What follows belongs to an exercise in optimizing a design on an open flow for small area, a short achievable clock period and few clock cycles per item; a production flow would make more cautious choices. At most, simulation tests tie the RTL to the original design; equivalence was not proved.

build 7:
## cmp_coder
module cmp_coder (
    input  wire        clk,
    input  wire        rst,         
    input  wire [1:0]  cfg_fmt,     
    input  wire [1:0]  cfg_type,    
    input  wire        cfg_pred,    
    input  wire [2:0]  cfg_e,       
    input  wire        in_valid,
    output wire        in_ready,
    input  wire [15:0] in_pix,
    input  wire        in_last,
    output reg         out_valid,
    input  wire        out_ready,
    output reg  [31:0] out_data,
    output reg         out_last,
    output wire [15:0] res_len,     
    output wire [15:0] res_npix,    
    output wire [31:0] res_crc      
);
Size: ~3800 cells after synthesis, ~130 I/O pins.
export LEC_CHECK = 0
export CAP_MARGIN = 20
export CORE_MARGIN = 2
export CORE_UTILIZATION = 55
export CTS_CLUSTER_DIAMETER = 60
export CTS_CLUSTER_SIZE = 30
export SLEW_MARGIN = 20
create_clock -name core_clock -period 55.0 [get_ports {clk}]
standard.sh (not shown) runs the stock make flow with config.mk's settings and CLKGATE_MAP_FILE= SYNTH_SCRIPT=/design/flow/synth_recipe.tcl, a recipe that flattens the netlist after the stock synthesis.
==> flow/flow/run.sh <==
#!/bin/bash
set -uo pipefail
export SETUP_SLACK_MARGIN=43
bash standard.sh > standard.log 2>&1
> inputs changed (build 7 -> build 57)
# build 7
export LEC_CHECK = 0
export CAP_MARGIN = 20
export CORE_MARGIN = 2
export CORE_UTILIZATION = 55
export CTS_CLUSTER_DIAMETER = 60
export CTS_CLUSTER_SIZE = 30
export SLEW_MARGIN = 20
create_clock -name core_clock -period 55.0 [get_ports {clk}]
# build 57
export LEC_CHECK = 0
export CAP_MARGIN = 20
export CORE_MARGIN = 2
export CORE_UTILIZATION = 60
export CTS_CLUSTER_DIAMETER = 60
export CTS_CLUSTER_SIZE = 30
export SLEW_MARGIN = 20
create_clock -name core_clock -period 55.0 [get_ports {clk}]
==> results.txt <==
Build 57 against build 7: flip-flop and latch area shows no meaningful change, residual overflow from global routing shows no meaningful change, global routing met3 resource utilization saw a decrease, overall fraction of global-route tracks in use went up 2.5 points. Diff build 7 -> build 57 | time the worst path needs with I/O delays and setup | decrease of 0.0081 ns. Diff build 7..build 57 | accumulated negative setup slack | unchanged. Comparing build 7 and build 57, the higher die extent in y is on build 7. Against build 7, average routed wire per standard cell in build 57 rose slightly. On share of final layout cell area taken by clock buffers and inverters, build 7 and build 57 are basically level.
Here is what was changed in the inputs of build 45 compared with build 57.
# build 57
export LEC_CHECK = 0
export CAP_MARGIN = 20
export CORE_MARGIN = 2
export CORE_UTILIZATION = 60
export CTS_CLUSTER_DIAMETER = 60
export CTS_CLUSTER_SIZE = 30
export SLEW_MARGIN = 20
create_clock -name core_clock -period 55.0 [get_ports {clk}]
# build 45
export LEC_CHECK = 0
export CAP_MARGIN = 20
export CORE_MARGIN = 2
export CORE_UTILIZATION = 40
export CTS_CLUSTER_DIAMETER = 70
export CTS_CLUSTER_SIZE = 32
export SLEW_MARGIN = 20
create_clock -name core_clock -period 55.0 [get_ports {clk}]
Results
- Build 45 was carried through to the last stage, and its layout satisfied the timing, design-rule and antenna checks.
- Comparing build 45 and build 57, placement-stage worst setup slack is lower on build 57.
- Diff build 45 and build 57: clock network area share higher in build 57
No functional check of the RTL was part of any run of this note.

* * *

== job 9832 ==
cmp_coder, a different RTL version from the one above (not shown whole).
Size in the first run: ~130 I/O pins, about 34,000 sq um of cells after synthesis.
// cmp_coder
module cmp_coder (
    input  wire        clk,
    input  wire        rst,         
    input  wire [1:0]  cfg_fmt,     
    input  wire [1:0]  cfg_type,    
    input  wire        cfg_pred,    
    input  wire [2:0]  cfg_e,       
    input  wire        in_valid,
    output wire        in_ready,
    input  wire [15:0] in_pix,
    input  wire        in_last,
    output reg         out_valid,
    input  wire        out_ready,
    output reg  [31:0] out_data,
    output reg         out_last,
    output wire [15:0] res_len,     
    output wire [15:0] res_npix,    
    output wire [31:0] res_crc      
);
clock: 55.0 ns
lec_check: 0
cap_margin: 20
core_margin: 2
core_utilization: 58
slew_margin: 20
==> flow/flow/run.sh <==
#!/bin/bash
set -uo pipefail
export SETUP_SLACK_MARGIN=43
export CTS_ARGS="-sink_clustering_enable -repair_clock_nets -sink_clustering_size 30 -sink_clustering_max_diameter 60 -dont_use_dummy_load -balance_levels"
bash standard.sh > standard.log 2>&1
Testbench counts of job 9832, summed over its fixed seeds: cycles 138,779, pixels 137,713.
--- input diff job 9832..job 4331 ---
Settings: CORE_UTILIZATION now 55, was 58.
==> flow/flow/run.sh <==
#!/bin/bash
set -uo pipefail
export SETUP_SLACK_MARGIN=43
export CTS_ARGS="-sink_clustering_enable -repair_clock_nets -sink_clustering_size 30 -sink_clustering_max_diameter 60 -dont_use_dummy_load -balance_levels -root_buf sky130_fd_sc_hd__clkbuf_16 -tree_buf sky130_fd_sc_hd__clkbuf_16 -buf_list sky130_fd_sc_hd__clkbuf_16"
bash standard.sh > standard.log 2>&1
Wire: job 4331 routes more than job 9832. Relative to job 9832, post-placement worst setup slack has gone up in job 4331. In terms of worst hold path depth, job 4331 and job 9832 differ only marginally.
Input-level comparison between job 952 and job 4331:
==> flow/flow/run.sh <==
#!/bin/bash
set -uo pipefail
export SETUP_SLACK_MARGIN=43
export REMOVE_ABC_BUFFERS=1
export CTS_ARGS="-sink_clustering_enable -repair_clock_nets -sink_clustering_size 30 -sink_clustering_max_diameter 60 -dont_use_dummy_load -balance_levels"
bash standard.sh > standard.log 2>&1
[summary]
Between job 4331 and job 952, met1 usage is higher for job 4331, job 952 comes in under that.
Diff job 4331 -> job 952: global-route usage moved up, number of fill cells in the layout moved down.
[job 952 vs job 4331] fraction of standard cell area in multi-input logic: lower in job 952
Final cell area excluding filler cells, job 952 vs job 4331: up slightly
Layout clock buffer count in job 952 vs job 4331: up 16%

separate check: timing with driven ports:
The results above use ideal ports. As a check the final layouts listed here were re-extracted and re-timed, cells and wires unchanged.
Step 1 (the two cells are an assumption about what drives the block):
set clk [get_ports {clk}]
set_driving_cell -lib_cell sky130_fd_sc_hd__clkbuf_16 $clk
set_driving_cell -lib_cell sky130_fd_sc_hd__buf_2 [delete_from_list [all_inputs] $clk]
Step 2, shift: input delay + t, output delay - t, t = (earliest + latest rising clock arrival at the registers) / 2. This alone moves slack from input paths to output paths.
Slacks: no drivers / after step 1 / after step 2; pairs: no drivers / after step 1.
| run | t, ns | slack for setup (ns) | worst hold slack (ns) | slew at the worst register clock pin (ns) |
|---|---|---|---|---|
| build 7 | 0.660 | 42.772 / 42.706 / 42.454 | 0.413 / 0.413 / 0.413 | 0.10 / 0.10 |
| build 57 | 0.657 | 42.780 / 42.711 / 42.450 | 0.418 / 0.418 / 0.418 | 0.11 / 0.11 |
| build 45 | 0.655 | 42.642 / 42.576 / 42.488 | 0.416 / 0.416 / 0.416 | 0.11 / 0.11 |
| job 9832 | 0.627 | 42.811 / 42.747 / 42.630 | 0.422 / 0.422 / 0.422 | 0.09 / 0.09 |
| job 4331 | 0.626 | 42.828 / 42.763 / 42.620 | 0.395 / 0.395 / 0.395 | 0.10 / 0.10 |
| job 952 | 0.637 | 42.781 / 42.714 / 42.430 | 0.416 / 0.416 / 0.416 | 0.09 / 0.09 |
After both steps every run listed still meets setup and hold. The setup slack of job 952, which loses most, moves by -0.067 ns with the drivers and by -0.351 ns with both steps.
